From an optimization exercise on the open Yosys and OpenROAD flow, aimed at small area and a short achievable clock period; shortcuts taken in it are not production practice. Function was checked by simulation only, so behaviour that the tests miss may differ from the original.

### flow/constraint.sdc
create_clock -name core_clock -period 60.0 [get_ports {clk}]
set_input_delay 12.0000 -clock core_clock [delete_from_list [all_inputs] [get_ports {clk}]]
set_output_delay 12.0000 -clock core_clock [all_outputs]
set_load 0.01 [all_outputs]
### flow/config.mk
export PLATFORM = sky130hd
export DESIGN_NAME = ix_arbiter
export DESIGN_NICKNAME = ix_arbiter
export VERILOG_FILES = /design/flow/design.v
export SDC_FILE = /design/flow/constraint.sdc
export NUM_CORES = 4
export LEC_CHECK = 0
export CAP_MARGIN = 40
export CORE_MARGIN = 2
export CORE_UTILIZATION = 35
export PLACE_DENSITY = 0.55
export SLEW_MARGIN = 40
### flow/design.v
module ix_ring_cnt #(
    parameter W  = 32,
    parameter LB = 4
) (
    input  wire          clk,
    input  wire          rst,
    input  wire [3:0]    ph,         
    input  wire [15:0]   inc,        
    input  wire [15:0]   clr,        
    input  wire [15:0]   K,          
    input  wire [3:0]    rsel,       
    input  wire          reff,       
    output wire [W-1:0]  rval
);
    localparam HW = W - LB;
    localparam LW = (LB > 0) ? LB : 1;
    reg  [16*HW-1:0] ring;
    reg  [15:0]      P, S;
    wire [15:0]      Pe;
    wire [16*LW-1:0] Lf, Lef;
    genvar g;
    generate
        for (g = 0; g < 16; g = g + 1) begin : rq
            if (LB > 0) begin : l
                reg  [LB-1:0] L;
                wire [LB:0]   lx = {1'b0, L} + {{LB{1'b0}}, inc[g]};
                assign Pe[g] = P[g] | lx[LB];
                assign Lf[g*LW +: LW]  = L;
                assign Lef[g*LW +: LW] = lx[LB-1:0];
                always @(posedge clk)
                    if (rst || clr[g]) L <= {LB{1'b0}};
                    else               L <= lx[LB-1:0];
            end else begin : n
                assign Pe[g] = P[g] | inc[g];
                assign Lf[g*LW +: LW]  = 1'b0;
                assign Lef[g*LW +: LW] = 1'b0;
            end
        end
    endgenerate
    wire [HW-1:0] hin = K[ph] ? {HW{1'b0}} : ring[HW-1:0];
    reg  [HW-1:0] hnew;
    reg           hc;
    integer i;
    always @* begin
        hc = Pe[ph];
        for (i = 0; i < HW; i = i + 1) begin
            hnew[i] = hin[i] ^ hc;
            hc      = hc & hin[i];
        end
    end
    always @(posedge clk)
        ring <= {hnew, ring[16*HW-1:HW]};
    always @(posedge clk) begin
        for (i = 0; i < 16; i = i + 1) begin
            if (rst || clr[i]) begin
                P[i] <= 1'b0;
                S[i] <= 1'b0;
            end else if (ph == i) begin
                P[i] <= 1'b0;
                S[i] <= S[i] | hc;
            end else begin
                P[i] <= Pe[i];
            end
        end
    end
    wire [3:0]    pos = rsel - ph;
    wire [HW-1:0] hr  = K[rsel] ? {HW{1'b0}} : ring[pos*HW +: HW];
    wire          pr  = reff ? Pe[rsel] : P[rsel];
    wire [HW:0]   hv  = {1'b0, hr} + {{HW{1'b0}}, pr};
    wire          sat = S[rsel] | hv[HW];
    generate
        if (LB > 0) begin : rl
            wire [LB-1:0] lr = reff ? Lef[rsel*LW +: LW] : Lf[rsel*LW +: LW];
            assign rval = sat ? {W{1'b1}} : {hv[HW-1:0], lr};
        end else begin : rn
            assign rval = sat ? {W{1'b1}} : hv[HW-1:0];
        end
    endgenerate
endmodule
module ix_arbiter (
    input  wire        clk,
    input  wire        rst,           
    input  wire [31:0] key,           
    input  wire        hs,            
    input  wire [15:0] req,           
    input  wire [15:0] lock_req,      
    input  wire [47:0] relay_tkt,     
    input  wire        wr_en,
    input  wire [9:0]  wr_addr,       
    input  wire [31:0] wr_data,
    input  wire        rd_en,
    input  wire [9:0]  rd_addr,
    output reg  [31:0] rd_data,
    output reg         gnt_valid,
    output reg  [3:0]  gnt_id
);
    localparam [31:0] SEED    = 32'h9E37_79B9 * 32'h0000_0406;
    function [15:0] sat_inc16(input [15:0] v);
        integer k;
        reg c;
        begin
            c = 1'b1;
            for (k = 0; k < 16; k = k + 1) begin
                sat_inc16[k] = v[k] ^ c;
                c = c & v[k];
            end
            if (c) sat_inc16 = 16'hFFFF;
        end
    endfunction
    function [11:0] add12(input [11:0] x, input [11:0] y);
        integer k;
        reg c;
        begin
            c = 1'b0;
            for (k = 0; k < 12; k = k + 1) begin
                add12[k] = x[k] ^ y[k] ^ c;
                c = (x[k] & y[k]) | (x[k] & c) | (y[k] & c);
            end
        end
    endfunction
    function gt16(input [15:0] x, input [15:0] y);    
        integer k;
        reg c;
        begin
            c = 1'b0;
            for (k = 0; k < 16; k = k + 1)
                c = (x[k] & ~y[k]) | (~(x[k] ^ y[k]) & c);
            gt16 = c;
        end
    endfunction
    function [16:0] sub16(input [15:0] x, input [15:0] y);    
        integer k;
        reg c;
        begin
            c = 1'b1;
            for (k = 0; k < 16; k = k + 1) begin
                sub16[k] = x[k] ^ ~y[k] ^ c;
                c = (x[k] & ~y[k]) | (x[k] & c) | (~y[k] & c);
            end
            sub16[16] = ~c;
        end
    endfunction
    localparam [15:0] RELAYED = 16'b0011_1100_0000_0011;
    reg [31:0] lfsr;
    reg [3:0]  owner;
    reg        locked;
    reg        valid;
    reg [5:0]  lock_beats;
    reg [3:0]  ph;              
    reg        pw_v;
    reg [3:0]  pw_id;
    reg [15:0] pe;
    wire [16*8-1:0]  tkt_pend_f, tkt_cur_f;
    wire [16*16-1:0] lim_pend_f, lim_cur_f, wait_e_f, long_e_f;
    wire [15:0] pwin;
    wire [15:0] plose;
    wire [15:0] wait_e [0:15];      
    wire [15:0] lim_c  [0:15];
    wire [7:0]  tk     [0:15];      
    wire [7:0] wr_word    = wr_addr[9:2];
    wire       wr_req_blk = (wr_word[7:4] != 4'd0) && (wr_word[7] == 1'b0 || wr_word[6:4] == 3'd0);
    wire [7:0] wr_rel     = wr_word - 8'h10;
    wire [3:0] wr_r       = wr_rel[6:3];
    wire [2:0] wr_reg     = wr_rel[2:0];
    wire       wr_ok      = wr_en && wr_req_blk;
    wire [15:0] clr;
    wire xfer      = hs && !locked;
    wire lock_slot = hs && locked;
    genvar g;
    generate
        for (g = 0; g < 16; g = g + 1) begin : rq
            reg [7:0]  tkt_pend;
            reg [15:0] lim_pend, lim_cur, wait_r, long_r;
            assign pwin[g]  = pw_v && (pw_id == g);
            assign plose[g] = pe[g] && !pwin[g];
            wire [15:0] winc   = sat_inc16(wait_r);
            wire [15:0] long_e = (plose[g] && gt16(winc, long_r)) ? winc : long_r;
            assign wait_e[g] = pwin[g] ? 16'd0 : (plose[g] ? winc : wait_r);
            assign lim_c[g]  = lim_cur;
            assign tkt_pend_f[g*8 +: 8]   = tkt_pend;
            assign lim_pend_f[g*16 +: 16] = lim_pend;
            assign lim_cur_f[g*16 +: 16]  = lim_cur;
            assign wait_e_f[g*16 +: 16]   = wait_e[g];
            assign long_e_f[g*16 +: 16]   = long_e;
            wire wr_here = wr_ok && (wr_r == g);
            assign clr[g] = wr_here && (wr_reg == 3'd6) && wr_data[0];
            if (RELAYED[g]) begin : rl
                assign tk[g] = relay_tkt[(g < 2 ? g : g - 8)*8 +: 8];
                assign tkt_cur_f[g*8 +: 8] = req[g] ? tk[g] : 8'd0;
            end else begin : nr
                reg [7:0] tkt_cur;
                assign tk[g] = tkt_cur;
                assign tkt_cur_f[g*8 +: 8] = tkt_cur;
                always @(posedge clk) begin
                    if (rst)       tkt_cur <= (g == 15) ? 8'd255 : 8'd16;
                    else if (xfer) tkt_cur <= tkt_pend;
                end
            end
            always @(posedge clk) begin
                if (rst) begin
                    tkt_pend <= (g == 15) ? 8'd255 : 8'd16;
                    lim_pend <= (g == 15) ? 16'd16 : 16'd1024;
                    lim_cur  <= (g == 15) ? 16'd16 : 16'd1024;
                    wait_r   <= 16'd0;
                    long_r   <= 16'd0;
                end else begin
                    if (xfer)
                        lim_cur <= lim_pend;
                    if (wr_here && wr_reg == 3'd0)
                        tkt_pend <= wr_data[7:0];
                    if (wr_here && wr_reg == 3'd1)
                        lim_pend <= wr_data[15:0];
                    wait_r <= wait_e[g];
                    long_r <= clr[g] ? 16'd0 : long_e;
                end
            end
        end
    endgenerate
    wire        any_req   = |req;
    wire        phase_run = xfer && any_req;
    wire [31:0] lfsr_next = {1'b0, lfsr[31:1]} ^ (lfsr[0] ? 32'h8020_0003 : 32'd0);
    wire [15:0] fv0;
    wire [15:0] fd0 [0:15];
    generate
        for (g = 0; g < 16; g = g + 1) begin : fl
            wire [15:0] le = {lim_c[g][15:1], lim_c[g][0] | ~|lim_c[g]};
            wire [16:0] df = sub16(wait_e[g], le);
            assign fv0[g] = req[g] && !df[16];
            assign fd0[g] = df[15:0];
        end
    endgenerate
    wire [7:0]  fv1;  wire [15:0] fd1 [0:7];  wire [0:0] fi1 [0:7];
    wire [3:0]  fv2;  wire [15:0] fd2 [0:3];  wire [1:0] fi2 [0:3];
    wire [1:0]  fv3;  wire [15:0] fd3 [0:1];  wire [2:0] fi3 [0:1];
    generate
        for (g = 0; g < 8; g = g + 1) begin : t1
            wire pb = fv0[2*g+1] && (!fv0[2*g] || gt16(fd0[2*g+1], fd0[2*g]));
            assign fv1[g] = fv0[2*g] | fv0[2*g+1];
            assign fd1[g] = pb ? fd0[2*g+1] : fd0[2*g];
            assign fi1[g] = pb;
        end
        for (g = 0; g < 4; g = g + 1) begin : t2
            wire pb = fv1[2*g+1] && (!fv1[2*g] || fd1[2*g+1] > fd1[2*g]);
            assign fv2[g] = fv1[2*g] | fv1[2*g+1];
            assign fd2[g] = pb ? fd1[2*g+1] : fd1[2*g];
            assign fi2[g] = pb ? {1'b1, fi1[2*g+1]} : {1'b0, fi1[2*g]};
        end
        for (g = 0; g < 2; g = g + 1) begin : t3
            wire pb = fv2[2*g+1] && (!fv2[2*g] || fd2[2*g+1] > fd2[2*g]);
            assign fv3[g] = fv2[2*g] | fv2[2*g+1];
            assign fd3[g] = pb ? fd2[2*g+1] : fd2[2*g];
            assign fi3[g] = pb ? {1'b1, fi2[2*g+1]} : {1'b0, fi2[2*g]};
        end
    endgenerate
    wire       f_pb     = fv3[1] && (!fv3[0] || fd3[1] > fd3[0]);
    wire       forced   = fv3[0] | fv3[1];
    wire [3:0] forced_w = f_pb ? {1'b1, fi3[1]} : {1'b0, fi3[0]};
    wire [7:0]   a [0:15];
    wire [127:0] a_f;
    generate
        for (g = 0; g < 16; g = g + 1) begin : da
            assign a[g] = req[g] ? tk[g] : 8'd0;
            assign a_f[g*8 +: 8] = a[g];
        end
    endgenerate
    wire [11:0] s1 [0:15];
    wire [11:0] s2 [0:15];
    wire [11:0] s3 [0:15];
    wire [11:0] s4 [0:15];
    generate
        for (g = 0; g < 16; g = g + 1) begin : pf
            assign s1[g] = (g % 2 >= 1) ? add12(a[g], a[g - 1]) : {4'd0, a[g]};
            assign s2[g] = (g % 4 >= 2) ? add12(s1[g], s1[(g / 4) * 4 + 1]) : s1[g];
            assign s3[g] = (g % 8 >= 4) ? add12(s2[g], s2[(g / 8) * 8 + 3]) : s2[g];
            assign s4[g] = (g >= 8)     ? add12(s3[g], s3[7]) : s3[g];
        end
    endgenerate
    wire [15:0] lm  = lfsr_next[31:16];
    wire [17:0] lm3 = {2'b00, lm} + {1'b0, lm, 1'b0};
    wire [11:0] total;
    wire [17:0] mr0, mr1, mr2, mr3, mr4, mr5;
    function [17:0] msel(input [1:0] d, input [15:0] m, input [17:0] m3);
        case (d)
            2'd0: msel = 18'd0;
            2'd1: msel = {2'b00, m};
            2'd2: msel = {1'b0, m, 1'b0};
            default: msel = m3;
        endcase
    endfunction
    assign mr0 = msel(total[1:0],   lm, lm3);
    assign mr1 = msel(total[3:2],   lm, lm3);
    assign mr2 = msel(total[5:4],   lm, lm3);
    assign mr3 = msel(total[7:6],   lm, lm3);
    assign mr4 = msel(total[9:8],   lm, lm3);
    assign mr5 = msel(total[11:10], lm, lm3);
    wire cts1 = a_f[0] ^ a_f[8] ^ a_f[16];
    wire ctc2 = (a_f[0] & a_f[8]) | (a_f[0] & a_f[16]) | (a_f[8] & a_f[16]);
    wire cts3 = a_f[24] ^ a_f[32] ^ a_f[40];
    wire ctc4 = (a_f[24] & a_f[32]) | (a_f[24] & a_f[40]) | (a_f[32] & a_f[40]);
    wire cts5 = a_f[48] ^ a_f[56] ^ a_f[64];
    wire ctc6 = (a_f[48] & a_f[56]) | (a_f[48] & a_f[64]) | (a_f[56] & a_f[64]);
    wire cts7 = a_f[72] ^ a_f[80] ^ a_f[88];
    wire ctc8 = (a_f[72] & a_f[80]) | (a_f[72] & a_f[88]) | (a_f[80] & a_f[88]);
    wire cts9 = a_f[96] ^ a_f[104] ^ a_f[112];
    wire ctc10 = (a_f[96] & a_f[104]) | (a_f[96] & a_f[112]) | (a_f[104] & a_f[112]);
    wire cts11 = a_f[1] ^ a_f[9] ^ a_f[17];
    wire ctc12 = (a_f[1] & a_f[9]) | (a_f[1] & a_f[17]) | (a_f[9] & a_f[17]);
    wire cts13 = a_f[25] ^ a_f[33] ^ a_f[41];
    wire ctc14 = (a_f[25] & a_f[33]) | (a_f[25] & a_f[41]) | (a_f[33] & a_f[41]);
    wire cts15 = a_f[49] ^ a_f[57] ^ a_f[65];
    wire ctc16 = (a_f[49] & a_f[57]) | (a_f[49] & a_f[65]) | (a_f[57] & a_f[65]);
    wire cts17 = a_f[73] ^ a_f[81] ^ a_f[89];
    wire ctc18 = (a_f[73] & a_f[81]) | (a_f[73] & a_f[89]) | (a_f[81] & a_f[89]);
    wire cts19 = a_f[97] ^ a_f[105] ^ a_f[113];
    wire ctc20 = (a_f[97] & a_f[105]) | (a_f[97] & a_f[113]) | (a_f[105] & a_f[113]);
    wire cts21 = a_f[2] ^ a_f[10] ^ a_f[18];
    wire ctc22 = (a_f[2] & a_f[10]) | (a_f[2] & a_f[18]) | (a_f[10] & a_f[18]);
    wire cts23 = a_f[26] ^ a_f[34] ^ a_f[42];
    wire ctc24 = (a_f[26] & a_f[34]) | (a_f[26] & a_f[42]) | (a_f[34] & a_f[42]);
    wire cts25 = a_f[50] ^ a_f[58] ^ a_f[66];
    wire ctc26 = (a_f[50] & a_f[58]) | (a_f[50] & a_f[66]) | (a_f[58] & a_f[66]);
    wire cts27 = a_f[74] ^ a_f[82] ^ a_f[90];
    wire ctc28 = (a_f[74] & a_f[82]) | (a_f[74] & a_f[90]) | (a_f[82] & a_f[90]);
    wire cts29 = a_f[98] ^ a_f[106] ^ a_f[114];
    wire ctc30 = (a_f[98] & a_f[106]) | (a_f[98] & a_f[114]) | (a_f[106] & a_f[114]);
    wire cts31 = a_f[3] ^ a_f[11] ^ a_f[19];
    wire ctc32 = (a_f[3] & a_f[11]) | (a_f[3] & a_f[19]) | (a_f[11] & a_f[19]);
    wire cts33 = a_f[27] ^ a_f[35] ^ a_f[43];
    wire ctc34 = (a_f[27] & a_f[35]) | (a_f[27] & a_f[43]) | (a_f[35] & a_f[43]);
    wire cts35 = a_f[51] ^ a_f[59] ^ a_f[67];
    wire ctc36 = (a_f[51] & a_f[59]) | (a_f[51] & a_f[67]) | (a_f[59] & a_f[67]);
    wire cts37 = a_f[75] ^ a_f[83] ^ a_f[91];
    wire ctc38 = (a_f[75] & a_f[83]) | (a_f[75] & a_f[91]) | (a_f[83] & a_f[91]);
    wire cts39 = a_f[99] ^ a_f[107] ^ a_f[115];
    wire ctc40 = (a_f[99] & a_f[107]) | (a_f[99] & a_f[115]) | (a_f[107] & a_f[115]);
    wire cts41 = a_f[4] ^ a_f[12] ^ a_f[20];
    wire ctc42 = (a_f[4] & a_f[12]) | (a_f[4] & a_f[20]) | (a_f[12] & a_f[20]);
    wire cts43 = a_f[28] ^ a_f[36] ^ a_f[44];
    wire ctc44 = (a_f[28] & a_f[36]) | (a_f[28] & a_f[44]) | (a_f[36] & a_f[44]);
    wire cts45 = a_f[52] ^ a_f[60] ^ a_f[68];
    wire ctc46 = (a_f[52] & a_f[60]) | (a_f[52] & a_f[68]) | (a_f[60] & a_f[68]);
    wire cts47 = a_f[76] ^ a_f[84] ^ a_f[92];
    wire ctc48 = (a_f[76] & a_f[84]) | (a_f[76] & a_f[92]) | (a_f[84] & a_f[92]);
    wire cts49 = a_f[100] ^ a_f[108] ^ a_f[116];
    wire ctc50 = (a_f[100] & a_f[108]) | (a_f[100] & a_f[116]) | (a_f[108] & a_f[116]);
    wire cts51 = a_f[5] ^ a_f[13] ^ a_f[21];
    wire ctc52 = (a_f[5] & a_f[13]) | (a_f[5] & a_f[21]) | (a_f[13] & a_f[21]);
    wire cts53 = a_f[29] ^ a_f[37] ^ a_f[45];
    wire ctc54 = (a_f[29] & a_f[37]) | (a_f[29] & a_f[45]) | (a_f[37] & a_f[45]);
    wire cts55 = a_f[53] ^ a_f[61] ^ a_f[69];
    wire ctc56 = (a_f[53] & a_f[61]) | (a_f[53] & a_f[69]) | (a_f[61] & a_f[69]);
    wire cts57 = a_f[77] ^ a_f[85] ^ a_f[93];
    wire ctc58 = (a_f[77] & a_f[85]) | (a_f[77] & a_f[93]) | (a_f[85] & a_f[93]);
    wire cts59 = a_f[101] ^ a_f[109] ^ a_f[117];
    wire ctc60 = (a_f[101] & a_f[109]) | (a_f[101] & a_f[117]) | (a_f[109] & a_f[117]);
    wire cts61 = a_f[6] ^ a_f[14] ^ a_f[22];
    wire ctc62 = (a_f[6] & a_f[14]) | (a_f[6] & a_f[22]) | (a_f[14] & a_f[22]);
    wire cts63 = a_f[30] ^ a_f[38] ^ a_f[46];
    wire ctc64 = (a_f[30] & a_f[38]) | (a_f[30] & a_f[46]) | (a_f[38] & a_f[46]);
    wire cts65 = a_f[54] ^ a_f[62] ^ a_f[70];
    wire ctc66 = (a_f[54] & a_f[62]) | (a_f[54] & a_f[70]) | (a_f[62] & a_f[70]);
    wire cts67 = a_f[78] ^ a_f[86] ^ a_f[94];
    wire ctc68 = (a_f[78] & a_f[86]) | (a_f[78] & a_f[94]) | (a_f[86] & a_f[94]);
    wire cts69 = a_f[102] ^ a_f[110] ^ a_f[118];
    wire ctc70 = (a_f[102] & a_f[110]) | (a_f[102] & a_f[118]) | (a_f[110] & a_f[118]);
    wire cts71 = a_f[7] ^ a_f[15] ^ a_f[23];
    wire ctc72 = (a_f[7] & a_f[15]) | (a_f[7] & a_f[23]) | (a_f[15] & a_f[23]);
    wire cts73 = a_f[31] ^ a_f[39] ^ a_f[47];
    wire ctc74 = (a_f[31] & a_f[39]) | (a_f[31] & a_f[47]) | (a_f[39] & a_f[47]);
    wire cts75 = a_f[55] ^ a_f[63] ^ a_f[71];
    wire ctc76 = (a_f[55] & a_f[63]) | (a_f[55] & a_f[71]) | (a_f[63] & a_f[71]);
    wire cts77 = a_f[79] ^ a_f[87] ^ a_f[95];
    wire ctc78 = (a_f[79] & a_f[87]) | (a_f[79] & a_f[95]) | (a_f[87] & a_f[95]);
    wire cts79 = a_f[103] ^ a_f[111] ^ a_f[119];
    wire ctc80 = (a_f[103] & a_f[111]) | (a_f[103] & a_f[119]) | (a_f[111] & a_f[119]);
    wire cts81 = cts1 ^ cts3 ^ cts5;
    wire ctc82 = (cts1 & cts3) | (cts1 & cts5) | (cts3 & cts5);
    wire cts83 = cts7 ^ cts9 ^ a_f[120];
    wire ctc84 = (cts7 & cts9) | (cts7 & a_f[120]) | (cts9 & a_f[120]);
    wire cts85 = ctc2 ^ ctc4 ^ ctc6;
    wire ctc86 = (ctc2 & ctc4) | (ctc2 & ctc6) | (ctc4 & ctc6);
    wire cts87 = ctc8 ^ ctc10 ^ cts11;
    wire ctc88 = (ctc8 & ctc10) | (ctc8 & cts11) | (ctc10 & cts11);
    wire cts89 = cts13 ^ cts15 ^ cts17;
    wire ctc90 = (cts13 & cts15) | (cts13 & cts17) | (cts15 & cts17);
    wire cts91 = cts19 ^ a_f[121];
    wire ctc92 = cts19 & a_f[121];
    wire cts93 = ctc12 ^ ctc14 ^ ctc16;
    wire ctc94 = (ctc12 & ctc14) | (ctc12 & ctc16) | (ctc14 & ctc16);
    wire cts95 = ctc18 ^ ctc20 ^ cts21;
    wire ctc96 = (ctc18 & ctc20) | (ctc18 & cts21) | (ctc20 & cts21);
    wire cts97 = cts23 ^ cts25 ^ cts27;
    wire ctc98 = (cts23 & cts25) | (cts23 & cts27) | (cts25 & cts27);
    wire cts99 = cts29 ^ a_f[122];
    wire ctc100 = cts29 & a_f[122];
    wire cts101 = ctc22 ^ ctc24 ^ ctc26;
    wire ctc102 = (ctc22 & ctc24) | (ctc22 & ctc26) | (ctc24 & ctc26);
    wire cts103 = ctc28 ^ ctc30 ^ cts31;
    wire ctc104 = (ctc28 & ctc30) | (ctc28 & cts31) | (ctc30 & cts31);
    wire cts105 = cts33 ^ cts35 ^ cts37;
    wire ctc106 = (cts33 & cts35) | (cts33 & cts37) | (cts35 & cts37);
    wire cts107 = cts39 ^ a_f[123];
    wire ctc108 = cts39 & a_f[123];
    wire cts109 = ctc32 ^ ctc34 ^ ctc36;
    wire ctc110 = (ctc32 & ctc34) | (ctc32 & ctc36) | (ctc34 & ctc36);
    wire cts111 = ctc38 ^ ctc40 ^ cts41;
    wire ctc112 = (ctc38 & ctc40) | (ctc38 & cts41) | (ctc40 & cts41);
    wire cts113 = cts43 ^ cts45 ^ cts47;
    wire ctc114 = (cts43 & cts45) | (cts43 & cts47) | (cts45 & cts47);
    wire cts115 = cts49 ^ a_f[124];
    wire ctc116 = cts49 & a_f[124];
    wire cts117 = ctc42 ^ ctc44 ^ ctc46;
    wire ctc118 = (ctc42 & ctc44) | (ctc42 & ctc46) | (ctc44 & ctc46);
    wire cts119 = ctc48 ^ ctc50 ^ cts51;
    wire ctc120 = (ctc48 & ctc50) | (ctc48 & cts51) | (ctc50 & cts51);
    wire cts121 = cts53 ^ cts55 ^ cts57;
    wire ctc122 = (cts53 & cts55) | (cts53 & cts57) | (cts55 & cts57);
    wire cts123 = cts59 ^ a_f[125];
    wire ctc124 = cts59 & a_f[125];
    wire cts125 = ctc52 ^ ctc54 ^ ctc56;
    wire ctc126 = (ctc52 & ctc54) | (ctc52 & ctc56) | (ctc54 & ctc56);
    wire cts127 = ctc58 ^ ctc60 ^ cts61;
    wire ctc128 = (ctc58 & ctc60) | (ctc58 & cts61) | (ctc60 & cts61);
    wire cts129 = cts63 ^ cts65 ^ cts67;
    wire ctc130 = (cts63 & cts65) | (cts63 & cts67) | (cts65 & cts67);
    wire cts131 = cts69 ^ a_f[126];
    wire ctc132 = cts69 & a_f[126];
    wire cts133 = ctc62 ^ ctc64 ^ ctc66;
    wire ctc134 = (ctc62 & ctc64) | (ctc62 & ctc66) | (ctc64 & ctc66);
    wire cts135 = ctc68 ^ ctc70 ^ cts71;
    wire ctc136 = (ctc68 & ctc70) | (ctc68 & cts71) | (ctc70 & cts71);
    wire cts137 = cts73 ^ cts75 ^ cts77;
    wire ctc138 = (cts73 & cts75) | (cts73 & cts77) | (cts75 & cts77);
    wire cts139 = cts79 ^ a_f[127];
    wire ctc140 = cts79 & a_f[127];
    wire cts141 = ctc72 ^ ctc74 ^ ctc76;
    wire ctc142 = (ctc72 & ctc74) | (ctc72 & ctc76) | (ctc74 & ctc76);
    wire cts143 = ctc78 ^ ctc80;
    wire ctc144 = ctc78 & ctc80;
    wire cts145 = ctc82 ^ ctc84 ^ cts85;
    wire ctc146 = (ctc82 & ctc84) | (ctc82 & cts85) | (ctc84 & cts85);
    wire cts147 = cts87 ^ cts89 ^ cts91;
    wire ctc148 = (cts87 & cts89) | (cts87 & cts91) | (cts89 & cts91);
    wire cts149 = ctc86 ^ ctc88 ^ ctc90;
    wire ctc150 = (ctc86 & ctc88) | (ctc86 & ctc90) | (ctc88 & ctc90);
    wire cts151 = ctc92 ^ cts93 ^ cts95;
    wire ctc152 = (ctc92 & cts93) | (ctc92 & cts95) | (cts93 & cts95);
    wire cts153 = cts97 ^ cts99;
    wire ctc154 = cts97 & cts99;
    wire cts155 = ctc94 ^ ctc96 ^ ctc98;
    wire ctc156 = (ctc94 & ctc96) | (ctc94 & ctc98) | (ctc96 & ctc98);
    wire cts157 = ctc100 ^ cts101 ^ cts103;
    wire ctc158 = (ctc100 & cts101) | (ctc100 & cts103) | (cts101 & cts103);
    wire cts159 = cts105 ^ cts107;
    wire ctc160 = cts105 & cts107;
    wire cts161 = ctc102 ^ ctc104 ^ ctc106;
    wire ctc162 = (ctc102 & ctc104) | (ctc102 & ctc106) | (ctc104 & ctc106);
    wire cts163 = ctc108 ^ cts109 ^ cts111;
    wire ctc164 = (ctc108 & cts109) | (ctc108 & cts111) | (cts109 & cts111);
    wire cts165 = cts113 ^ cts115;
    wire ctc166 = cts113 & cts115;
    wire cts167 = ctc110 ^ ctc112 ^ ctc114;
    wire ctc168 = (ctc110 & ctc112) | (ctc110 & ctc114) | (ctc112 & ctc114);
    wire cts169 = ctc116 ^ cts117 ^ cts119;
    wire ctc170 = (ctc116 & cts117) | (ctc116 & cts119) | (cts117 & cts119);
    wire cts171 = cts121 ^ cts123;
    wire ctc172 = cts121 & cts123;
    wire cts173 = ctc118 ^ ctc120 ^ ctc122;
    wire ctc174 = (ctc118 & ctc120) | (ctc118 & ctc122) | (ctc120 & ctc122);
    wire cts175 = ctc124 ^ cts125 ^ cts127;
    wire ctc176 = (ctc124 & cts125) | (ctc124 & cts127) | (cts125 & cts127);
    wire cts177 = cts129 ^ cts131;
    wire ctc178 = cts129 & cts131;
    wire cts179 = ctc126 ^ ctc128 ^ ctc130;
    wire ctc180 = (ctc126 & ctc128) | (ctc126 & ctc130) | (ctc128 & ctc130);
    wire cts181 = ctc132 ^ cts133 ^ cts135;
    wire ctc182 = (ctc132 & cts133) | (ctc132 & cts135) | (cts133 & cts135);
    wire cts183 = cts137 ^ cts139;
    wire ctc184 = cts137 & cts139;
    wire cts185 = ctc134 ^ ctc136 ^ ctc138;
    wire ctc186 = (ctc134 & ctc136) | (ctc134 & ctc138) | (ctc136 & ctc138);
    wire cts187 = ctc140 ^ cts141 ^ cts143;
    wire ctc188 = (ctc140 & cts141) | (ctc140 & cts143) | (cts141 & cts143);
    wire cts189 = ctc146 ^ ctc148 ^ cts149;
    wire ctc190 = (ctc146 & ctc148) | (ctc146 & cts149) | (ctc148 & cts149);
    wire cts191 = cts151 ^ cts153;
    wire ctc192 = cts151 & cts153;
    wire cts193 = ctc150 ^ ctc152 ^ ctc154;
    wire ctc194 = (ctc150 & ctc152) | (ctc150 & ctc154) | (ctc152 & ctc154);
    wire cts195 = cts155 ^ cts157 ^ cts159;
    wire ctc196 = (cts155 & cts157) | (cts155 & cts159) | (cts157 & cts159);
    wire cts197 = ctc156 ^ ctc158 ^ ctc160;
    wire ctc198 = (ctc156 & ctc158) | (ctc156 & ctc160) | (ctc158 & ctc160);
    wire cts199 = cts161 ^ cts163 ^ cts165;
    wire ctc200 = (cts161 & cts163) | (cts161 & cts165) | (cts163 & cts165);
    wire cts201 = ctc162 ^ ctc164 ^ ctc166;
    wire ctc202 = (ctc162 & ctc164) | (ctc162 & ctc166) | (ctc164 & ctc166);
    wire cts203 = cts167 ^ cts169 ^ cts171;
    wire ctc204 = (cts167 & cts169) | (cts167 & cts171) | (cts169 & cts171);
    wire cts205 = ctc168 ^ ctc170 ^ ctc172;
    wire ctc206 = (ctc168 & ctc170) | (ctc168 & ctc172) | (ctc170 & ctc172);
    wire cts207 = cts173 ^ cts175 ^ cts177;
    wire ctc208 = (cts173 & cts175) | (cts173 & cts177) | (cts175 & cts177);
    wire cts209 = ctc174 ^ ctc176 ^ ctc178;
    wire ctc210 = (ctc174 & ctc176) | (ctc174 & ctc178) | (ctc176 & ctc178);
    wire cts211 = cts179 ^ cts181 ^ cts183;
    wire ctc212 = (cts179 & cts181) | (cts179 & cts183) | (cts181 & cts183);
    wire cts213 = ctc180 ^ ctc182 ^ ctc184;
    wire ctc214 = (ctc180 & ctc182) | (ctc180 & ctc184) | (ctc182 & ctc184);
    wire cts215 = cts185 ^ cts187;
    wire ctc216 = cts185 & cts187;
    wire cts217 = ctc186 ^ ctc188 ^ ctc142;
    wire ctc218 = (ctc186 & ctc188) | (ctc186 & ctc142) | (ctc188 & ctc142);
    wire cts219 = ctc190 ^ ctc192 ^ cts193;
    wire ctc220 = (ctc190 & ctc192) | (ctc190 & cts193) | (ctc192 & cts193);
    wire cts221 = ctc194 ^ ctc196 ^ cts197;
    wire ctc222 = (ctc194 & ctc196) | (ctc194 & cts197) | (ctc196 & cts197);
    wire cts223 = ctc198 ^ ctc200 ^ cts201;
    wire ctc224 = (ctc198 & ctc200) | (ctc198 & cts201) | (ctc200 & cts201);
    wire cts225 = ctc202 ^ ctc204 ^ cts205;
    wire ctc226 = (ctc202 & ctc204) | (ctc202 & cts205) | (ctc204 & cts205);
    wire cts227 = ctc206 ^ ctc208 ^ cts209;
    wire ctc228 = (ctc206 & ctc208) | (ctc206 & cts209) | (ctc208 & cts209);
    wire cts229 = ctc210 ^ ctc212 ^ cts213;
    wire ctc230 = (ctc210 & ctc212) | (ctc210 & cts213) | (ctc212 & cts213);
    wire cts231 = ctc214 ^ ctc216 ^ cts217;
    wire ctc232 = (ctc214 & ctc216) | (ctc214 & cts217) | (ctc216 & cts217);
    wire cts233 = ctc220 ^ cts221 ^ cts199;
    wire ctc234 = (ctc220 & cts221) | (ctc220 & cts199) | (cts221 & cts199);
    wire cts235 = ctc222 ^ cts223 ^ cts203;
    wire ctc236 = (ctc222 & cts223) | (ctc222 & cts203) | (cts223 & cts203);
    wire cts237 = ctc224 ^ cts225 ^ cts207;
    wire ctc238 = (ctc224 & cts225) | (ctc224 & cts207) | (cts225 & cts207);
    wire cts239 = ctc226 ^ cts227 ^ cts211;
    wire ctc240 = (ctc226 & cts227) | (ctc226 & cts211) | (cts227 & cts211);
    wire cts241 = ctc228 ^ cts229 ^ cts215;
    wire ctc242 = (ctc228 & cts229) | (ctc228 & cts215) | (cts229 & cts215);
    wire cts243 = ctc230 ^ cts231 ^ ctc144;
    wire ctc244 = (ctc230 & cts231) | (ctc230 & ctc144) | (cts231 & ctc144);
    wire cts245 = ctc244 ^ ctc232 ^ ctc218;
    wire ctc246 = (ctc244 & ctc232) | (ctc244 & ctc218) | (ctc232 & ctc218);
    wire [11:0] t_u = {ctc246, cts245, ctc242, ctc240, ctc238, ctc236, ctc234, cts233, cts219, cts189, cts145, cts81};
    wire [11:0] t_v = {1'b0, 1'b0, cts243, cts241, cts239, cts237, cts235, 1'b0, cts195, cts191, cts147, cts83};
    wire cms247 = mr0[4] ^ mr1[2] ^ mr2[0];
    wire cmc248 = (mr0[4] & mr1[2]) | (mr0[4] & mr2[0]) | (mr1[2] & mr2[0]);
    wire cms249 = mr0[5] ^ mr1[3] ^ mr2[1];
    wire cmc250 = (mr0[5] & mr1[3]) | (mr0[5] & mr2[1]) | (mr1[3] & mr2[1]);
    wire cms251 = mr0[6] ^ mr1[4] ^ mr2[2];
    wire cmc252 = (mr0[6] & mr1[4]) | (mr0[6] & mr2[2]) | (mr1[4] & mr2[2]);
    wire cms253 = mr0[7] ^ mr1[5] ^ mr2[3];
    wire cmc254 = (mr0[7] & mr1[5]) | (mr0[7] & mr2[3]) | (mr1[5] & mr2[3]);
    wire cms255 = mr0[8] ^ mr1[6] ^ mr2[4];
    wire cmc256 = (mr0[8] & mr1[6]) | (mr0[8] & mr2[4]) | (mr1[6] & mr2[4]);
    wire cms257 = mr3[2] ^ mr4[0];
    wire cmc258 = mr3[2] & mr4[0];
    wire cms259 = mr0[9] ^ mr1[7] ^ mr2[5];
    wire cmc260 = (mr0[9] & mr1[7]) | (mr0[9] & mr2[5]) | (mr1[7] & mr2[5]);
    wire cms261 = mr3[3] ^ mr4[1];
    wire cmc262 = mr3[3] & mr4[1];
    wire cms263 = mr0[10] ^ mr1[8] ^ mr2[6];
    wire cmc264 = (mr0[10] & mr1[8]) | (mr0[10] & mr2[6]) | (mr1[8] & mr2[6]);
    wire cms265 = mr3[4] ^ mr4[2] ^ mr5[0];
    wire cmc266 = (mr3[4] & mr4[2]) | (mr3[4] & mr5[0]) | (mr4[2] & mr5[0]);
    wire cms267 = mr0[11] ^ mr1[9] ^ mr2[7];
    wire cmc268 = (mr0[11] & mr1[9]) | (mr0[11] & mr2[7]) | (mr1[9] & mr2[7]);
    wire cms269 = mr3[5] ^ mr4[3] ^ mr5[1];
    wire cmc270 = (mr3[5] & mr4[3]) | (mr3[5] & mr5[1]) | (mr4[3] & mr5[1]);
    wire cms271 = mr0[12] ^ mr1[10] ^ mr2[8];
    wire cmc272 = (mr0[12] & mr1[10]) | (mr0[12] & mr2[8]) | (mr1[10] & mr2[8]);
    wire cms273 = mr3[6] ^ mr4[4] ^ mr5[2];
    wire cmc274 = (mr3[6] & mr4[4]) | (mr3[6] & mr5[2]) | (mr4[4] & mr5[2]);
    wire cms275 = mr0[13] ^ mr1[11] ^ mr2[9];
    wire cmc276 = (mr0[13] & mr1[11]) | (mr0[13] & mr2[9]) | (mr1[11] & mr2[9]);
    wire cms277 = mr3[7] ^ mr4[5] ^ mr5[3];
    wire cmc278 = (mr3[7] & mr4[5]) | (mr3[7] & mr5[3]) | (mr4[5] & mr5[3]);
    wire cms279 = mr0[14] ^ mr1[12] ^ mr2[10];
    wire cmc280 = (mr0[14] & mr1[12]) | (mr0[14] & mr2[10]) | (mr1[12] & mr2[10]);
    wire cms281 = mr3[8] ^ mr4[6] ^ mr5[4];
    wire cmc282 = (mr3[8] & mr4[6]) | (mr3[8] & mr5[4]) | (mr4[6] & mr5[4]);
    wire cms283 = mr0[15] ^ mr1[13] ^ mr2[11];
    wire cmc284 = (mr0[15] & mr1[13]) | (mr0[15] & mr2[11]) | (mr1[13] & mr2[11]);
    wire cms285 = mr3[9] ^ mr4[7] ^ mr5[5];
    wire cmc286 = (mr3[9] & mr4[7]) | (mr3[9] & mr5[5]) | (mr4[7] & mr5[5]);
    wire cms287 = mr0[16] ^ mr1[14] ^ mr2[12];
    wire cmc288 = (mr0[16] & mr1[14]) | (mr0[16] & mr2[12]) | (mr1[14] & mr2[12]);
    wire cms289 = mr3[10] ^ mr4[8] ^ mr5[6];
    wire cmc290 = (mr3[10] & mr4[8]) | (mr3[10] & mr5[6]) | (mr4[8] & mr5[6]);
    wire cms291 = mr0[17] ^ mr1[15] ^ mr2[13];
    wire cmc292 = (mr0[17] & mr1[15]) | (mr0[17] & mr2[13]) | (mr1[15] & mr2[13]);
    wire cms293 = mr3[11] ^ mr4[9] ^ mr5[7];
    wire cmc294 = (mr3[11] & mr4[9]) | (mr3[11] & mr5[7]) | (mr4[9] & mr5[7]);
    wire cms295 = mr1[16] ^ mr2[14] ^ mr3[12];
    wire cmc296 = (mr1[16] & mr2[14]) | (mr1[16] & mr3[12]) | (mr2[14] & mr3[12]);
    wire cms297 = mr4[10] ^ mr5[8];
    wire cmc298 = mr4[10] & mr5[8];
    wire cms299 = mr1[17] ^ mr2[15] ^ mr3[13];
    wire cmc300 = (mr1[17] & mr2[15]) | (mr1[17] & mr3[13]) | (mr2[15] & mr3[13]);
    wire cms301 = mr4[11] ^ mr5[9];
    wire cmc302 = mr4[11] & mr5[9];
    wire cms303 = mr2[16] ^ mr3[14] ^ mr4[12];
    wire cmc304 = (mr2[16] & mr3[14]) | (mr2[16] & mr4[12]) | (mr3[14] & mr4[12]);
    wire cms305 = mr2[17] ^ mr3[15] ^ mr4[13];
    wire cmc306 = (mr2[17] & mr3[15]) | (mr2[17] & mr4[13]) | (mr3[15] & mr4[13]);
    wire cms307 = mr3[16] ^ mr4[14] ^ mr5[12];
    wire cmc308 = (mr3[16] & mr4[14]) | (mr3[16] & mr5[12]) | (mr4[14] & mr5[12]);
    wire cms309 = mr3[17] ^ mr4[15] ^ mr5[13];
    wire cmc310 = (mr3[17] & mr4[15]) | (mr3[17] & mr5[13]) | (mr4[15] & mr5[13]);
    wire cms311 = cmc250 ^ cms251 ^ mr3[0];
    wire cmc312 = (cmc250 & cms251) | (cmc250 & mr3[0]) | (cms251 & mr3[0]);
    wire cms313 = cmc252 ^ cms253 ^ mr3[1];
    wire cmc314 = (cmc252 & cms253) | (cmc252 & mr3[1]) | (cms253 & mr3[1]);
    wire cms315 = cmc254 ^ cms255 ^ cms257;
    wire cmc316 = (cmc254 & cms255) | (cmc254 & cms257) | (cms255 & cms257);
    wire cms317 = cmc256 ^ cmc258 ^ cms259;
    wire cmc318 = (cmc256 & cmc258) | (cmc256 & cms259) | (cmc258 & cms259);
    wire cms319 = cmc260 ^ cmc262 ^ cms263;
    wire cmc320 = (cmc260 & cmc262) | (cmc260 & cms263) | (cmc262 & cms263);
    wire cms321 = cmc264 ^ cmc266 ^ cms267;
    wire cmc322 = (cmc264 & cmc266) | (cmc264 & cms267) | (cmc266 & cms267);
    wire cms323 = cmc268 ^ cmc270 ^ cms271;
    wire cmc324 = (cmc268 & cmc270) | (cmc268 & cms271) | (cmc270 & cms271);
    wire cms325 = cmc272 ^ cmc274 ^ cms275;
    wire cmc326 = (cmc272 & cmc274) | (cmc272 & cms275) | (cmc274 & cms275);
    wire cms327 = cmc276 ^ cmc278 ^ cms279;
    wire cmc328 = (cmc276 & cmc278) | (cmc276 & cms279) | (cmc278 & cms279);
    wire cms329 = cmc280 ^ cmc282 ^ cms283;
    wire cmc330 = (cmc280 & cmc282) | (cmc280 & cms283) | (cmc282 & cms283);
    wire cms331 = cmc284 ^ cmc286 ^ cms287;
    wire cmc332 = (cmc284 & cmc286) | (cmc284 & cms287) | (cmc286 & cms287);
    wire cms333 = cmc288 ^ cmc290 ^ cms291;
    wire cmc334 = (cmc288 & cmc290) | (cmc288 & cms291) | (cmc290 & cms291);
    wire cms335 = cmc292 ^ cmc294 ^ cms295;
    wire cmc336 = (cmc292 & cmc294) | (cmc292 & cms295) | (cmc294 & cms295);
    wire cms337 = cmc296 ^ cmc298 ^ cms299;
    wire cmc338 = (cmc296 & cmc298) | (cmc296 & cms299) | (cmc298 & cms299);
    wire cms339 = cmc300 ^ cmc302 ^ cms303;
    wire cmc340 = (cmc300 & cmc302) | (cmc300 & cms303) | (cmc302 & cms303);
    wire cms341 = cmc304 ^ cms305 ^ mr5[11];
    wire cmc342 = (cmc304 & cms305) | (cmc304 & mr5[11]) | (cms305 & mr5[11]);
    wire cms343 = cmc310 ^ mr4[16] ^ mr5[14];
    wire cmc344 = (cmc310 & mr4[16]) | (cmc310 & mr5[14]) | (mr4[16] & mr5[14]);
    wire cms345 = cmc316 ^ cms317 ^ cms261;
    wire cmc346 = (cmc316 & cms317) | (cmc316 & cms261) | (cms317 & cms261);
    wire cms347 = cmc318 ^ cms319 ^ cms265;
    wire cmc348 = (cmc318 & cms319) | (cmc318 & cms265) | (cms319 & cms265);
    wire cms349 = cmc320 ^ cms321 ^ cms269;
    wire cmc350 = (cmc320 & cms321) | (cmc320 & cms269) | (cms321 & cms269);
    wire cms351 = cmc322 ^ cms323 ^ cms273;
    wire cmc352 = (cmc322 & cms323) | (cmc322 & cms273) | (cms323 & cms273);
    wire cms353 = cmc324 ^ cms325 ^ cms277;
    wire cmc354 = (cmc324 & cms325) | (cmc324 & cms277) | (cms325 & cms277);
    wire cms355 = cmc326 ^ cms327 ^ cms281;
    wire cmc356 = (cmc326 & cms327) | (cmc326 & cms281) | (cms327 & cms281);
    wire cms357 = cmc328 ^ cms329 ^ cms285;
    wire cmc358 = (cmc328 & cms329) | (cmc328 & cms285) | (cms329 & cms285);
    wire cms359 = cmc330 ^ cms331 ^ cms289;
    wire cmc360 = (cmc330 & cms331) | (cmc330 & cms289) | (cms331 & cms289);
    wire cms361 = cmc332 ^ cms333 ^ cms293;
    wire cmc362 = (cmc332 & cms333) | (cmc332 & cms293) | (cms333 & cms293);
    wire cms363 = cmc334 ^ cms335 ^ cms297;
    wire cmc364 = (cmc334 & cms335) | (cmc334 & cms297) | (cms335 & cms297);
    wire cms365 = cmc336 ^ cms337 ^ cms301;
    wire cmc366 = (cmc336 & cms337) | (cmc336 & cms301) | (cms337 & cms301);
    wire cms367 = cmc338 ^ cms339 ^ mr5[10];
    wire cmc368 = (cmc338 & cms339) | (cmc338 & mr5[10]) | (cms339 & mr5[10]);
    wire cms369 = cmc342 ^ cmc306 ^ cms307;
    wire cmc370 = (cmc342 & cmc306) | (cmc342 & cms307) | (cmc306 & cms307);
    wire cms371 = cmc344 ^ mr4[17] ^ mr5[15];
    wire cmc372 = (cmc344 & mr4[17]) | (cmc344 & mr5[15]) | (mr4[17] & mr5[15]);
    wire cms373 = cmc368 ^ cmc340 ^ cms341;
    wire cmc374 = (cmc368 & cmc340) | (cmc368 & cms341) | (cmc340 & cms341);
    wire cms375 = cmc370 ^ cmc308 ^ cms309;
    wire cmc376 = (cmc370 & cmc308) | (cmc370 & cms309) | (cmc308 & cms309);
    wire [27:0] m_u = {mr5[17], cmc372, cms371, cmc376, cms375, cmc374, cms373, cmc366, cmc364, cmc362, cmc360, cmc358, cmc356, cmc354, cmc352, cmc350, cmc348, cmc346, cms345, cmc314, cmc312, cms311, cmc248, cms247, mr0[3], mr0[2], mr0[1], mr0[0]};
    wire [27:0] m_v = {1'b0, mr5[16], 1'b0, cms343, 1'b0, cms369, 1'b0, cms367, cms365, cms363, cms361, cms359, cms357, cms355, cms353, cms351, cms349, cms347, 1'b0, cms315, cms313, 1'b0, cms249, 1'b0, mr1[1], mr1[0], 1'b0, 1'b0};
    assign total = t_u + t_v;
    wire [16:0] m_lo = {1'b0, m_u[15:0]} + {1'b0, m_v[15:0]};
    wire        c16  = m_lo[16];
    wire [15:0] lt;
    generate
        for (g = 0; g < 16; g = g + 1) begin : cmp
            wire [11:0] np = ~s4[g];
            wire [11:0] cs = m_u[27:16] ^ m_v[27:16] ^ np;
            wire [11:0] cc = (m_u[27:16] & m_v[27:16]) | (m_u[27:16] & np) | (m_v[27:16] & np);
            wire [12:0] z  = {1'b0, cs} + {cc, c16} + 13'd1;
            assign lt[g] = ~z[12];
        end
    endgenerate
    wire [15:0] draw_oh  = lt & ~{lt[14:0], 1'b0};
    wire [3:0]  draw_w;
    assign draw_w[3] = |draw_oh[15:8];
    assign draw_w[2] = |{draw_oh[15:12], draw_oh[7:4]};
    assign draw_w[1] = |{draw_oh[15:14], draw_oh[11:10], draw_oh[7:6], draw_oh[3:2]};
    assign draw_w[0] = |{draw_oh[15], draw_oh[13], draw_oh[11], draw_oh[9],
                         draw_oh[7], draw_oh[5], draw_oh[3], draw_oh[1]};
    wire        win_lock = forced ? lock_req[forced_w] : |(draw_oh & lock_req);
    wire       win_valid = phase_run && (forced || (|a_f));
    wire [3:0] win       = forced ? forced_w : draw_w;
    wire lock_end  = lock_slot && !lock_req[owner];
    wire lock_over = lock_end && lock_beats[5];    
    always @(posedge clk) begin
        if (rst) begin
            lfsr      <= (key == SEED) ? 32'd1 : (key ^ SEED);
            owner     <= 4'd0;
            locked    <= 1'b0;
            valid     <= 1'b0;
            gnt_valid <= 1'b0;
            pw_v      <= 1'b0;
            pe        <= 16'd0;
        end else begin
            if (phase_run)
                lfsr <= lfsr_next;
            gnt_valid <= lock_slot || win_valid;
            pw_v      <= win_valid;
            pe        <= phase_run ? req : 16'd0;
            if (lock_slot) begin
                if (!lock_beats[5])
                    lock_beats <= lock_beats + 6'd1;
                if (!lock_req[owner])
                    locked <= 1'b0;
            end else if (win_valid) begin
                owner      <= win;
                valid      <= 1'b1;
                locked     <= win_lock;
                lock_beats <= 6'd1;
            end
        end
    end
    always @(posedge clk) begin
        gnt_id <= lock_slot ? owner : win;
        pw_id  <= win;
        ph     <= ph + 4'd1;
    end
    wire [7:0] rd_word    = rd_addr[9:2];
    wire [7:0] rd_rel     = rd_word - 8'h10;
    wire [3:0] rd_r       = rd_rel[6:3];
    wire [2:0] rd_reg     = rd_rel[2:0];
    wire       rd_req_blk = (rd_word[7:4] != 4'd0) && (rd_word[7] == 1'b0 || rd_word[6:4] == 3'd0);
    reg  [15:0] kgw, klo;      
    integer j;
    always @(posedge clk)
        for (j = 0; j < 16; j = j + 1) begin
            kgw[j] <= rst || clr[j] || (kgw[j] && ph != j);
            klo[j] <= rst || (klo[j] && ph != j);
        end
    wire [15:0] lovr_inc;
    generate
        for (g = 0; g < 16; g = g + 1) begin : lo
            assign lovr_inc[g] = lock_over && (owner == g);
        end
    endgenerate
    wire [31:0] grants_v, waits_v, lovr_v;
    ix_ring_cnt #(.W(32), .LB(4)) u_grants (
        .clk(clk), .rst(rst), .ph(ph), .inc(pwin), .clr(clr), .K(kgw),
        .rsel(rd_r), .reff(1'b1), .rval(grants_v));
    ix_ring_cnt #(.W(32), .LB(4)) u_waits (
        .clk(clk), .rst(rst), .ph(ph), .inc(plose), .clr(clr), .K(kgw),
        .rsel(rd_r), .reff(1'b1), .rval(waits_v));
    ix_ring_cnt #(.W(32), .LB(0)) u_lovr (
        .clk(clk), .rst(rst), .ph(ph), .inc(lovr_inc), .clr(16'd0), .K(klo),
        .rsel(rd_r), .reff(1'b0), .rval(lovr_v));
    wire [7:0] tcur = tkt_cur_f[rd_r*8 +: 8];
    reg [31:0] rd_val;
    always @* begin
        rd_val = 32'd0;
        if (rd_word == 8'h00)
            rd_val = lfsr;
        else if (rd_word == 8'h01)
            rd_val = {18'd0, 6'd16, 1'b0, valid, locked, 1'b0, owner};
        else if (rd_req_blk) begin
            case (rd_reg)
                3'd0: rd_val = {8'd0, tcur, 7'd0, RELAYED[rd_r], tkt_pend_f[rd_r*8 +: 8]};
                3'd1: rd_val = {lim_cur_f[rd_r*16 +: 16], lim_pend_f[rd_r*16 +: 16]};
                3'd2: rd_val = grants_v;
                3'd3: rd_val = waits_v;
                3'd4: rd_val = {wait_e_f[rd_r*16 +: 16], long_e_f[rd_r*16 +: 16]};
                3'd5: rd_val = lovr_v;
                default: rd_val = 32'd0;
            endcase
        end
    end
    always @(posedge clk) begin
        if (rst)
            rd_data <= 32'd0;
        else if (rd_en)
            rd_data <= rd_val;
    end
endmodule
### flow/run.sh
#!/bin/bash
# synth_recipe.tcl (not shown) runs the flow's synth.tcl, then flattens the netlist and writes it again
# the make line also repeats each setting of config.mk as NAME=value (left out here)
make -C /OpenROAD-flow-scripts/flow DESIGN_CONFIG=/design/flow/config.mk WORK_HOME=/design/flow/orfs CLKGATE_MAP_FILE= SYNTH_SCRIPT=/design/flow/synth_recipe.tcl finish
==> results.txt <==
-- sequential cells by signal, indices dropped and copies added, names as in the netlist, 32 cells and up --
register,flops
u_waits.ring,448
rq.lim_cur,256
rq.wait_r,256
u_waits.rq.l.L,64
rq.lim_pend,256
u_lovr.ring,512
rq.nr.tkt_cur,80
u_grants.ring,448
u_grants.rq.l.L,64
rd_data,32
rq.tkt_pend,128
rq.long_r,256
lfsr,32
-- cell usage in the layout, fill, tap and decap left out, types with 351 or more instances in the layout --
| master | instances |
|---|---|
| dfxtp_1 | 2961 |
| nand2_1 | 2430 |
| inv_1 | 1758 |
| nor2_1 | 1358 |
| a21oi_1 | 1260 |
| ha_1 | 1213 |
| fa_1 | 771 |
| mux4_2 | 624 |
| o21ai_0 | 589 |
| buf_4 | 389 |
| mux2i_1 | 351 |
-- cells by family (layout without fill, tap and decap cells) --
group | count (synthesis) | after routing | share of synthesized area
adder cells (fa/ha/maj) | 2006 | 2006 | 0.1860
AND/OR/NAND/NOR | 5359 | 5359 | 0.1425
AO/OA/AOI/OAI | 3240 | 3240 | 0.1207
buffers and inverters | 2748 | 2964 | 0.06441
flip-flops | 3002 | 3002 | 0.3644
other | 0 | 62 | 0
multiplexers | 1032 | 1032 | 0.1099
XOR/XNOR | 227 | 227 | 0.01216
-- cell type report --
cell class	instances	area (µm²)	share of cell area
clock inverters	120	1670	0.008922
diodes	62	155.1	0.0008287
multi-input cells	11860	95760	0.5115
repair buffers	608	5339	0.02852
clock buffers	469	9392	0.05016
flip-flops and latches	3002	60480	0.3230
inverters	1767	6643	0.03548
well taps	6223	7786	0.04159
-- stage by stage --
stage / worst slack, ps / area, µm² / utilization
after floorplan: 36790 / 166000 / -
after global placement: 33590 / 175200 / 0.3714
after detailed placement: 34170 / 175800 / 0.3727
after CTS: 35200 / 186900 / 0.3962
after global routing: 34610 / 187100 / 0.3967
final: 34940 / 187200 / 0.3969
-- path summary, 6_finish.rpt --
path / start / endpoint
max: req[11] / gnt_id[1]$_DFF_P_
min: u_waits.ring[343]$_DFF_P_ / u_waits.ring[315]$_DFF_P_
max reg2reg: rq[0].wait_r[0]$_SDFF_PP0_ / gnt_id[1]$_DFF_P_
min reg2reg: u_waits.ring[343]$_DFF_P_ / u_waits.ring[315]$_DFF_P_
-- per-layer routing --
layer  vias up  share of wire  track usage
met5         -        0.00039            0
met4        32          0.066       0.1521
met3      1316          0.086      0.05256
met2      5813           0.42       0.3977
met1     66790           0.42       0.3642
li1      60380              -            -
-- worst register-to-register path: cells and delay by family, from the launching register on --
family                     cells  cell delay [ps]
adders and majority gates     34            10460
AOI/OAI and AO/OA             22             5450
muxes                          3             1580
buffers and inverters          7             1360
and+or+nand+nor                5             1100
DFF                            1              360
==> results.txt <==
Synth top area share 0.3575; post-route ant nets 0; Core Region 471,700 µm²; # Max-Cap Violations 0; port buffer count 185; fill count 46,960; hpwl dp 499,600 µm; Primary FF master, synth dfxtp_1; Die H 692.6 µm; top cells by count, synth dfxtp_1, nand2_1, inv_1; R2R Setup Slk 39,530 ps; synthesized area 166,000 µm²; Crit. End Element flip-flop; crit start category input pin; first drt pass iteration count 8; #FFs+latches synth 3,002; clock skew 120.8 ps; highest cell delay on the worst timing path 730 ps; CTS clock-pin slew for the worst setup and hold paths 60 ps; fin crit period 25,060 ps; CTS Hold Bufs 0; Mean Syn Cell Area 9.422 µm²; clock root buffer clkbuf_16; clk buf depth 4; register area share after synthesis 0.3644; RSZ-0062 raised after global routing no; # DRC 0; total CTS buffers 329; Die W 692.6 µm; ratio of cells with drive above 1 in the final layout 0.1053; relative slew slack 0.2842; total gr overflow 0; post-synth cell types 110; dpl cells 23,460; Hold/Removal Path Class reg -> reg; CP arrival 25,790 ps; final WL 662,900 µm; global-route wire length before repair 938,400 µm; number of setup buffers added after CTS 0; Worst Path Buf+Inv 11; CTS tree done; Worst-Margin Slew 1062 ps; initial antenna violation count 62; Finished Layout Cells 24,120; # setup viols final 0; Iter 0 DRT Violations 14,860; final period utilization 0.4177; GRT Util Overall 0.2682; Fin Hold WS 276.3 ps; delay-heaviest family, CP adder cells; maximum fanout along the worst path 17; Setup CP Type in -> reg; Fin Setup TNS 0 ps; largest net degree at the start of global routing 136; required time worst endpoint 60,720 ps; Final Slew Violations 0; highest-delay cell along the critical path a2111oi_0; critical path depth 46; io pins 206; WL/cell 27.49 µm; gpl congestion 1.002; vias in the first global route 127,400; FMAX 0.03990 GHz; Core Rows 252; Resized cells post-CTS 0; synth warn 3; top cells by area, synth dfxtp_1, fa_1, ha_1, mux4_2, nand2_1; EDFF count, synth 38; Via density 5.571; Initial Util 0.3518; post-synth net total 19,770; insertion delay to the later sink of the worst-skew pair 990 ps; Fin. Hold Viols 0; routed vias 134,300; post-synth top area cell dfxtp_1; Syn Inst Count 17,610; hold depth 0; most common cell in the netlist dfxtp_1; CP most frequent cell fa_1; final net count 19,730; status finished clean; Die ar. 479,700 µm²; clock sink total 3,002; H-tree depth 5; r2r worst-path depth 71; ys async rst share 0; area delta synth->final 12.81%

==> what the ideal ports hide <==
No port has a modelled driver above. Below, the same layout with a new extraction and two added sets of constraints.
Step 1 assumes that a clkbuf_16 drives the clock port and a buf_2 every other input.
Step 2, shift: input delay + t, output delay - t, t = (earliest + latest rising clock arrival at the registers) / 2. This alone moves slack from input paths to output paths.
Three values: no drivers, after step 1, after step 2; two values: the first two.
t, ns: 1.062
slack for setup (ns): 34.936 / 35.044 / 33.981
worst register clock-pin slew, ns: 0.10 / 0.10
worst slew at a driven data input, ns: 0.31
pins driven straight from the clock port: 1
After both steps this run still meets setup and hold. The setup slack of this run moves by +0.108 ns with the drivers and by -0.955 ns with both steps.
